Source: an optimization exercise on an open RTL-to-GDS flow (aim: small area, a short achievable clock period and few clock cycles). Production flows keep margins and buffers that such runs may drop. Only simulation tests tie the RTL to the original design; equivalence was not proved. Power figures rest on the tool's default switching activity, not on a simulated workload.

Design polder_lanes, start of the top module:
module polder_lanes (
    input  wire         clk,
    input  wire         rst,           
    input  wire         in_valid,
    output wire         in_ready,
    input  wire         in_mode,       
    input  wire         in_last,       
    input  wire [31:0]  in_row,        
    input  wire [63:0]  in_col,        
    input  wire [1:0]   in_row_pres,
    input  wire [3:0]   in_col_pres,
    output wire         sh_valid,
    input  wire         sh_release,
    input  wire [2:0]   rd_lane,       
    output wire [33:0]  rd_re,
    output wire [33:0]  rd_im
);
Size in the first run: about 8200 cells after synthesis, ~1300 flip-flops, ~180 I/O pins, roughly 100000 sq um of cells after synthesis.
==> flow/config.mk <==
export PLATFORM = sky130hd
export DESIGN_NAME = polder_lanes
export DESIGN_NICKNAME = polder_lanes
export VERILOG_FILES = /design/flow/design.v
export SDC_FILE = /design/flow/constraint.sdc
export NUM_CORES = 4
export LEC_CHECK = 0
export CAP_MARGIN = 20
export CORE_MARGIN = 2
export CORE_UTILIZATION = 40
export CTS_BUF_LIST = sky130_fd_sc_hd__clkbuf_8 sky130_fd_sc_hd__clkbuf_16
export CTS_CLUSTER_DIAMETER = 80
export CTS_CLUSTER_SIZE = 20
export PLACE_DENSITY = 0.45
export SLEW_MARGIN = 20
export SYNTH_HIERARCHICAL = 1
==> flow/constraint.sdc <==
create_clock -name core_clock -period 12.5 [get_ports {clk}]
set_input_delay 2.5000 -clock core_clock [delete_from_list [all_inputs] [get_ports {clk}]]
set_output_delay 2.5000 -clock core_clock [all_outputs]
set_load 0.01 [all_outputs]
standard.sh (not shown) runs the stock make flow with config.mk's settings and CLKGATE_MAP_FILE= SYNTH_SCRIPT=/design/flow/synth_recipe.tcl, a recipe that flattens the netlist after the stock synthesis.
==> flow/flow/run.sh <==
#!/bin/bash
set -e
export SETUP_SLACK_MARGIN=6.3
bash standard.sh MATCH_CELL_FOOTPRINT=0 "BUFFER_PORTS_ARGS=-buffer_cell sky130_fd_sc_hd__buf_2" finish > standard.log 2>&1
Testbench counts at the start, summed over its fixed seeds: cycles 9,418.
Next try:
--- a/flow/design.v
+++ b/flow/design.v
@@ -137,34 +137,34 @@
                     end
                     if (ld2) begin
                         sh_hi_re[L][16:9] <= tn_re;
                         sh_hi_im[L][16:9] <= tn_im;
                     end
                 end
             end
         end
     endgenerate
+    wire [7:0] rsel = 8'd1 << rd_lane;
     genvar k;
     generate
         for (k = 0; k < 17; k = k + 1) begin : g_rd
-            wire re_l0, re_l1, im_l0, im_l1, re_h0, re_h1, im_h0, im_h1;
-            pl_mux4 u_re_l0 (.d({sh_nlo_re[3][k], sh_nlo_re[2][k], sh_nlo_re[1][k], sh_nlo_re[0][k]}), .s(rd_lane[1:0]), .y(re_l0));
-            pl_mux4 u_re_l1 (.d({sh_nlo_re[7][k], sh_nlo_re[6][k], sh_nlo_re[5][k], sh_nlo_re[4][k]}), .s(rd_lane[1:0]), .y(re_l1));
-            pl_mux2i u_re_l (.a(re_l0), .b(re_l1), .s(rd_lane[2]), .y(rd_re[k]));
-            pl_mux4 u_im_l0 (.d({sh_nlo_im[3][k], sh_nlo_im[2][k], sh_nlo_im[1][k], sh_nlo_im[0][k]}), .s(rd_lane[1:0]), .y(im_l0));
-            pl_mux4 u_im_l1 (.d({sh_nlo_im[7][k], sh_nlo_im[6][k], sh_nlo_im[5][k], sh_nlo_im[4][k]}), .s(rd_lane[1:0]), .y(im_l1));
-            pl_mux2i u_im_l (.a(im_l0), .b(im_l1), .s(rd_lane[2]), .y(rd_im[k]));
-            pl_mux4 u_re_h0 (.d({sh_hi_re[3][k], sh_hi_re[2][k], sh_hi_re[1][k], sh_hi_re[0][k]}), .s(rd_lane[1:0]), .y(re_h0));
-            pl_mux4 u_re_h1 (.d({sh_hi_re[7][k], sh_hi_re[6][k], sh_hi_re[5][k], sh_hi_re[4][k]}), .s(rd_lane[1:0]), .y(re_h1));
-            pl_mux2 u_re_h (.a(re_h0), .b(re_h1), .s(rd_lane[2]), .y(rd_re[17 + k]));
-            pl_mux4 u_im_h0 (.d({sh_hi_im[3][k], sh_hi_im[2][k], sh_hi_im[1][k], sh_hi_im[0][k]}), .s(rd_lane[1:0]), .y(im_h0));
-            pl_mux4 u_im_h1 (.d({sh_hi_im[7][k], sh_hi_im[6][k], sh_hi_im[5][k], sh_hi_im[4][k]}), .s(rd_lane[1:0]), .y(im_h1));
-            pl_mux2 u_im_h (.a(im_h0), .b(im_h1), .s(rd_lane[2]), .y(rd_im[17 + k]));
+            pl_sel8n u_re_l (.d({sh_nlo_re[7][k], sh_nlo_re[6][k], sh_nlo_re[5][k], sh_nlo_re[4][k],
+                                 sh_nlo_re[3][k], sh_nlo_re[2][k], sh_nlo_re[1][k], sh_nlo_re[0][k]}),
+                             .s(rsel), .y(rd_re[k]));
+            pl_sel8n u_im_l (.d({sh_nlo_im[7][k], sh_nlo_im[6][k], sh_nlo_im[5][k], sh_nlo_im[4][k],
+                                 sh_nlo_im[3][k], sh_nlo_im[2][k], sh_nlo_im[1][k], sh_nlo_im[0][k]}),
+                             .s(rsel), .y(rd_im[k]));
+            pl_sel8 u_re_h (.d({sh_hi_re[7][k], sh_hi_re[6][k], sh_hi_re[5][k], sh_hi_re[4][k],
+                                sh_hi_re[3][k], sh_hi_re[2][k], sh_hi_re[1][k], sh_hi_re[0][k]}),
+                            .s(rsel), .y(rd_re[17 + k]));
+            pl_sel8 u_im_h (.d({sh_hi_im[7][k], sh_hi_im[6][k], sh_hi_im[5][k], sh_hi_im[4][k],
+                                sh_hi_im[3][k], sh_hi_im[2][k], sh_hi_im[1][k], sh_hi_im[0][k]}),
+                            .s(rsel), .y(rd_im[17 + k]));
         end
     endgenerate
 endmodule
 module pl_mac_re (
     input  wire [7:0] xr, xi, yr, yi,
     input  wire [7:0] nxr, nxi, nyr, nyi,   
     input  wire [16:0] na,                   
     output wire [16:0] ns,
     output wire inc,
@@ -747,18 +747,15 @@
     wire [8:0] k;
     assign k[0] = ci;
     genvar i;
     generate
         for (i = 0; i < 8; i = i + 1) begin : g
             pl_fa u (.a(h[i]), .b(dn), .c(k[i]), .s(s[i]), .co(k[i + 1]));
         end
     endgenerate
 endmodule
-module pl_mux4 (input wire [3:0] d, input wire [1:0] s, output wire y);
-    assign y = d[s];
+module pl_sel8 (input wire [7:0] d, input wire [7:0] s, output wire y);
+    assign y = |(d & s);
 endmodule
-module pl_mux2 (input wire a, input wire b, input wire s, output wire y);
-    assign y = s ? b : a;
-endmodule
-module pl_mux2i (input wire a, input wire b, input wire s, output wire y);
-    assign y = ~(s ? b : a);
+module pl_sel8n (input wire [7:0] d, input wire [7:0] s, output wire y);
+    assign y = ~|(d & s);
 endmodule
Result: Worst setup slack barely changes. Sequential power drops by 3.4%. Routed wire length climbs by about 5.6%. Core utilization climbs by 0.57 points. Global-route usage climbs by 1.5 points. Register-to-register slack barely changes. Power drops by 0.59%.
Testbench counts after the change, summed over its fixed seeds: cycles 9,418.

========
polder_lanes again, from the RTL that the note above started with.
clock: 12.5 ns
lec_check: 0
cap_margin: 20
core_margin: 2
core_utilization: 40
cts_buf_list: sky130_fd_sc_hd__clkbuf_8 sky130_fd_sc_hd__clkbuf_16
cts_cluster_diameter: 100
cts_cluster_size: 30
place_density: 0.45
slew_margin: 20
synth_hierarchical: 1
==> flow/flow/run.sh <==
#!/bin/bash
set -e
export SETUP_SLACK_MARGIN=6.2
bash standard.sh MATCH_CELL_FOOTPRINT=0 "BUFFER_PORTS_ARGS=-buffer_cell sky130_fd_sc_hd__buf_2" finish > standard.log 2>&1
Testbench counts at the start, summed over its fixed seeds: cycles 9,418.
Change:
--- a/flow/design.v
+++ b/flow/design.v
@@ -427,21 +427,13 @@
     wire t255, t256;
     pl_fa u_t255 (.a(na[15]), .b(t196), .c(t226), .s(t255), .co(t256));
     wire t257 = ~na[16];
     wire t258 = na[16];
     wire [16:0] nra = {t256, t254, t252, t250, t248, t246, t244, t242, t240, t238, t236, t234, t232, t230, t228, t227, na[0]};
     wire [16:0] nrb = {t257, t255, t253, t251, t249, t247, t245, t243, t241, t239, t237, t235, t233, t231, t229, t145, t197};
-    wire [17:0] t;
-    wire [5:0] k;
-    assign k[0] = 1'b0;
-    pl_ha u_cpa0 (.a(nra[0]), .b(nrb[0]), .s(t[0]), .co(k[1]));
-    pl_fa u_cpa1 (.a(nra[1]), .b(nrb[1]), .c(k[1]), .s(t[1]), .co(k[2]));
-    pl_fa u_cpa2 (.a(nra[2]), .b(nrb[2]), .c(k[2]), .s(t[2]), .co(k[3]));
-    pl_fa u_cpa3 (.a(nra[3]), .b(nrb[3]), .c(k[3]), .s(t[3]), .co(k[4]));
-    pl_fa u_cpa4 (.a(nra[4]), .b(nrb[4]), .c(k[4]), .s(t[4]), .co(k[5]));
-    assign t[17:5] = {1'b0, nra[16:5]} + {1'b0, nrb[16:5]} + k[5];
+    wire [17:0] t = {1'b0, nra} + {1'b0, nrb};
     assign ns = t[16:0];
     assign inc = ~(t[17] | t258);
     assign dec = t[17] & t258;
 endmodule
 module pl_mac_im (
     input  wire [7:0] xr, xi, yr, yi,
@@ -708,21 +700,13 @@
     wire t255, t256;
     pl_fa u_t255 (.a(na[15]), .b(t196), .c(t224), .s(t255), .co(t256));
     wire t257 = ~na[16];
     wire t258 = na[16];
     wire [16:0] nra = {t256, t254, t252, t250, t248, t246, t244, t242, t240, t238, t236, t234, t232, t230, t228, t226, t225};
     wire [16:0] nrb = {t257, t255, t253, t251, t249, t247, t245, t243, t241, t239, t237, t235, t233, t231, t229, t227, na[0]};
-    wire [17:0] t;
-    wire [5:0] k;
-    assign k[0] = 1'b0;
-    pl_ha u_cpa0 (.a(nra[0]), .b(nrb[0]), .s(t[0]), .co(k[1]));
-    pl_fa u_cpa1 (.a(nra[1]), .b(nrb[1]), .c(k[1]), .s(t[1]), .co(k[2]));
-    pl_fa u_cpa2 (.a(nra[2]), .b(nrb[2]), .c(k[2]), .s(t[2]), .co(k[3]));
-    pl_fa u_cpa3 (.a(nra[3]), .b(nrb[3]), .c(k[3]), .s(t[3]), .co(k[4]));
-    pl_fa u_cpa4 (.a(nra[4]), .b(nrb[4]), .c(k[4]), .s(t[4]), .co(k[5]));
-    assign t[17:5] = {1'b0, nra[16:5]} + {1'b0, nrb[16:5]} + k[5];
+    wire [17:0] t = {1'b0, nra} + {1'b0, nrb};
     assign ns = t[16:0];
     assign inc = ~(t[17] | t258);
     assign dec = t[17] & t258;
 endmodule
 module pl_fa (input wire a, input wire b, input wire c, output wire s, output wire co);
     assign s = a ^ b ^ c;
Effect:
- clock-buffer cell count increases by 3
- synthesized area goes up by 3.7%
- global-route usage rises by 0.65 points
- wire length went up by 7.9%
- worst hold slack hardly moves
- via count climbs by about 10%
- fmax shrinks by 0.80%
- combinational power rises by 17%
- final cell count increases by about 7%
Testbench counts after the change, summed over its fixed seeds: cycles 9,418.

port drivers added, routing unchanged:
The results above use ideal ports. As a check the final layouts listed here were re-extracted and re-timed, cells and wires unchanged. Step 1 assumes that a clkbuf_16 drives the clock port and a buf_2 every other input. Step 2 times the ports against the registers' clock, not the clock port: input delays grow and output delays shrink by t, the midpoint of the rising clock arrivals with the driver on. a / b / c = ideal / step 1 / step 2; a / b = the first two.
run | t, ns | setup WS [ns] | worst register clock-pin slew, ns
the first run of note 1 | 0.914 | 5.984 / 5.660 / 5.660 | 0.09 / 0.09
the second run of note 1 | 0.897 | 5.985 / 5.898 / 5.898 | 0.09 / 0.09
the first run of note 2 | 0.873 | 5.973 / 5.729 / 5.729 | 0.12 / 0.12
the second run of note 2 | 0.893 | 5.921 / 5.510 / 5.510 | 0.12 / 0.12
After both steps setup and hold are still met in every run listed. The setup slack of the second run of note 2, which loses most, moves by -0.411 ns with the drivers and by -0.411 ns with both steps.
